Background: an optimization exercise with open tools, aiming at small area, a short achievable clock period and few clock cycles per item. Do not read the settings as production practice.
The RTL was checked by simulation tests, not by an equivalence proof against the original design.

try-amber:
## tau_arith
module tau_arith (
    input  wire        clk,
    input  wire        rst,           
    input  wire        in_valid,
    output wire        in_ready,
    input  wire        in_fn,         
    input  wire [63:0] in_a,
    input  wire [63:0] in_b,
    output reg         out_valid,
    output reg  [63:0] out_result,
    output reg         out_range
);
Settings: LEC_CHECK=0, CAP_MARGIN=20, CORE_MARGIN=2, CORE_UTILIZATION=40, SLEW_MARGIN=20; clock period 14.0 ns.
standard.sh (not shown) runs the stock make flow with config.mk's settings and CLKGATE_MAP_FILE= SYNTH_SCRIPT=/design/flow/synth_recipe.tcl, a recipe that flattens the netlist after the stock synthesis.
==> flow/flow/run.sh <==
#!/bin/bash
# The standard layout, with repair_timing asked for more setup slack than the
# clock period needs (so that it sizes the critical paths up), and the port
# buffers made with sky130_fd_sc_hd__buf_2.
set -euo pipefail
bash standard.sh SETUP_SLACK_MARGIN=7.5 "BUFFER_PORTS_ARGS=-buffer_cell sky130_fd_sc_hd__buf_2" finish > standard_make.log 2>&1
Testbench counts of try-amber, summed over its fixed seeds: cycles 32,160, items 16,000.
--- input diff try-amber..try-sierra ---
--- a/flow/flow/run.sh
+++ b/flow/flow/run.sh
@@ -5,2 +5,2 @@
 set -euo pipefail
-bash standard.sh SETUP_SLACK_MARGIN=7.5 "BUFFER_PORTS_ARGS=-buffer_cell sky130_fd_sc_hd__buf_2" finish > standard_make.log 2>&1
+bash standard.sh SETUP_SLACK_MARGIN=8.5 "BUFFER_PORTS_ARGS=-buffer_cell sky130_fd_sc_hd__buf_2" finish > standard_make.log 2>&1
try-amber was carried through to the last stage, and its layout satisfied the timing, design-rule and antenna checks. try-sierra finished every stage and its layout cleared the timing, design-rule and antenna checks. For try-sierra, the capture point of the critical path was w_r[16]$_DFFE_PP_, unlike try-amber, where it was w_r[15]$_DFFE_PP_. Compared try-sierra vs try-amber, and post-route standard cell area excluding fillers is up in try-sierra. [compare] base=try-amber new=try-sierra: relative area change from synthesis to final layout higher, overall global routing resource usage rose 0.39 points.
Modified inputs, try-pepper compared to try-sierra
--- a/flow/flow/run.sh
+++ b/flow/flow/run.sh
@@ -5,2 +5,2 @@
 set -euo pipefail
-bash standard.sh SETUP_SLACK_MARGIN=8.5 "BUFFER_PORTS_ARGS=-buffer_cell sky130_fd_sc_hd__buf_2" finish > standard_make.log 2>&1
+bash standard.sh SETUP_SLACK_MARGIN=9 "BUFFER_PORTS_ARGS=-buffer_cell sky130_fd_sc_hd__buf_2" finish > standard_make.log 2>&1
Findings:
On count of unique library cells instantiated by Yosys, try-sierra tracks try-pepper almost exactly. Routed wire length, try-sierra and try-pepper: smaller value in try-sierra. In terms of number of fillers in the final layout, try-sierra and try-pepper differ only marginally.
Modified inputs, try-nickel compared to try-pepper
--- a/flow/flow/run.sh
+++ b/flow/flow/run.sh
@@ -5,2 +5,2 @@
 set -euo pipefail
-bash standard.sh SETUP_SLACK_MARGIN=9 "BUFFER_PORTS_ARGS=-buffer_cell sky130_fd_sc_hd__buf_2" finish > standard_make.log 2>&1
+bash standard.sh SETUP_SLACK_MARGIN=8 "BUFFER_PORTS_ARGS=-buffer_cell sky130_fd_sc_hd__buf_2" finish > standard_make.log 2>&1
## What came out
When try-nickel is set beside try-pepper, its met3 routing resource usage after global routing turns out to be 0.86 points larger. try-nickel ends up with a cell area that is about 2.7% lower than in try-pepper.

========
## alpha
tau_arith, a different RTL version from the one above (not shown whole).
For scale: roughly 4300 cells after synthesis, roughly 340 flip-flops.
==> flow/config.mk <==
export PLATFORM = sky130hd
export DESIGN_NAME = tau_arith
export DESIGN_NICKNAME = tau_arith
export VERILOG_FILES = /design/flow/design.v
export SDC_FILE = /design/flow/constraint.sdc
export NUM_CORES = 4
export LEC_CHECK = 0
export CAP_MARGIN = 20
export CORE_MARGIN = 2
export CORE_UTILIZATION = 40
export SLEW_MARGIN = 20
==> flow/constraint.sdc <==
create_clock -name core_clock -period 14.0 [get_ports {clk}]
set_input_delay 2.8000 -clock core_clock [delete_from_list [all_inputs] [get_ports {clk}]]
set_output_delay 2.8000 -clock core_clock [all_outputs]
set_load 0.01 [all_outputs]
==> flow/flow/run.sh <==
#!/bin/bash
# The standard layout, with repair_timing asked for more setup slack than the
# clock period needs (so that it sizes the critical paths up), and the port
# buffers made with sky130_fd_sc_hd__buf_2.
set -euo pipefail
bash standard.sh SETUP_SLACK_MARGIN=8 ABC_AREA=1 "BUFFER_PORTS_ARGS=-buffer_cell sky130_fd_sc_hd__buf_2" finish > standard_make.log 2>&1
Testbench counts of alpha, summed over its fixed seeds: cycles 32,152, items 16,000.
Inputs modified between alpha and beta:
-- flow/flow/run.sh --
<<< alpha, line 6
bash standard.sh SETUP_SLACK_MARGIN=8 ABC_AREA=1 "BUFFER_PORTS_ARGS=-buffer_cell sky130_fd_sc_hd__buf_2" finish > standard_make.log 2>&1
>>> beta, line 6
bash standard.sh SETUP_SLACK_MARGIN=9 "BUFFER_PORTS_ARGS=-buffer_cell sky130_fd_sc_hd__buf_2" finish > standard_make.log 2>&1
[summary]
- When the final numbers for beta and alpha were put side by side, the number of vias per cell turned out to be greater in beta.
- alpha → beta: area fraction in compound gates after synthesis increased 6.1 points, number of iterations in the first detailed-routing pass decreased 2.
- Looking at post-layout instance area, beta sits above alpha.
- Row total detailed-routing wirelength: beta lower / alpha higher
- Each of the runs, namely beta and alpha, reached the end of the flow and came out clean.
- For beta, the source of the critical timing path was w_r[4], unlike alpha, where it was w_r[6].
- beta packs its core more tightly than alpha.
--- input diff beta..gamma ---
-- flow/flow/run.sh --
<<< beta, line 6
bash standard.sh SETUP_SLACK_MARGIN=9 "BUFFER_PORTS_ARGS=-buffer_cell sky130_fd_sc_hd__buf_2" finish > standard_make.log 2>&1
>>> gamma, line 6
bash standard.sh SETUP_SLACK_MARGIN=7 "BUFFER_PORTS_ARGS=-buffer_cell sky130_fd_sc_hd__buf_2" finish > standard_make.log 2>&1
### Flow results
- The run showing the smaller number of nets in the layout is gamma.
- Maximum clock frequency was higher in the run labelled beta.
Edits applied to the flow inputs when going from gamma to delta:
-- flow/flow/run.sh --
<<< gamma, line 6
bash standard.sh SETUP_SLACK_MARGIN=7 "BUFFER_PORTS_ARGS=-buffer_cell sky130_fd_sc_hd__buf_2" finish > standard_make.log 2>&1
>>> delta, line 6
bash standard.sh SETUP_SLACK_MARGIN=7.5 "BUFFER_PORTS_ARGS=-buffer_cell sky130_fd_sc_hd__buf_2" finish > standard_make.log 2>&1
--- outcome ---
Cell with the largest stage delay on the worst path = edfxtp_1: delta; cell with the largest stage delay on the worst path = dfxtp_1: gamma
w_r[1] as the timing startpoint of the critical path was reported by delta, and s1_d[19] by gamma.
Delta (delta minus gamma): worst setup slack now sits higher, worst stage delay on the critical path went down 0.08 ns.
Compared with gamma, in delta required time of the worst setup path dropped 0.04 ns, critical path depth climbed 6.

re-timing with driven ports:
The results above use ideal ports. As a check the final layouts listed here were re-extracted and re-timed, cells and wires unchanged.
Step 1 (the two cells are an assumption about what drives the block):
set clk [get_ports {clk}]
set_driving_cell -lib_cell sky130_fd_sc_hd__clkbuf_16 $clk
set_driving_cell -lib_cell sky130_fd_sc_hd__buf_2 [delete_from_list [all_inputs] $clk]
Step 2 moves the port delays by t, midway between the first and last clock arrival at a register: inputs arrive t later, outputs are due t later. That takes back most of the time a late clock gives input paths.
Slacks: no drivers / after step 1 / after step 2; pairs: no drivers / after step 1.
run | t, ns | setup slack, ns | worst register clock-pin slew, ns
try-amber | 0.712 | 7.650 / 7.650 / 7.650 | 0.07 / 0.07
try-sierra | 0.714 | 8.148 / 8.148 / 8.148 | 0.07 / 0.07
try-pepper | 0.700 | 7.883 / 7.883 / 7.883 | 0.07 / 0.07
try-nickel | 0.714 | 8.023 / 8.023 / 7.964 | 0.07 / 0.07
alpha | 0.651 | 8.057 / 8.057 / 8.057 | 0.07 / 0.07
beta | 0.669 | 8.236 / 8.236 / 8.236 | 0.07 / 0.07
gamma | 0.661 | 7.167 / 7.167 / 7.167 | 0.07 / 0.07
delta | 0.656 | 7.615 / 7.615 / 7.615 | 0.07 / 0.07
After both steps every run listed still meets setup and hold. The setup slack of try-nickel, which loses most, moves by 0.000 ns with the drivers and by -0.059 ns with both steps.
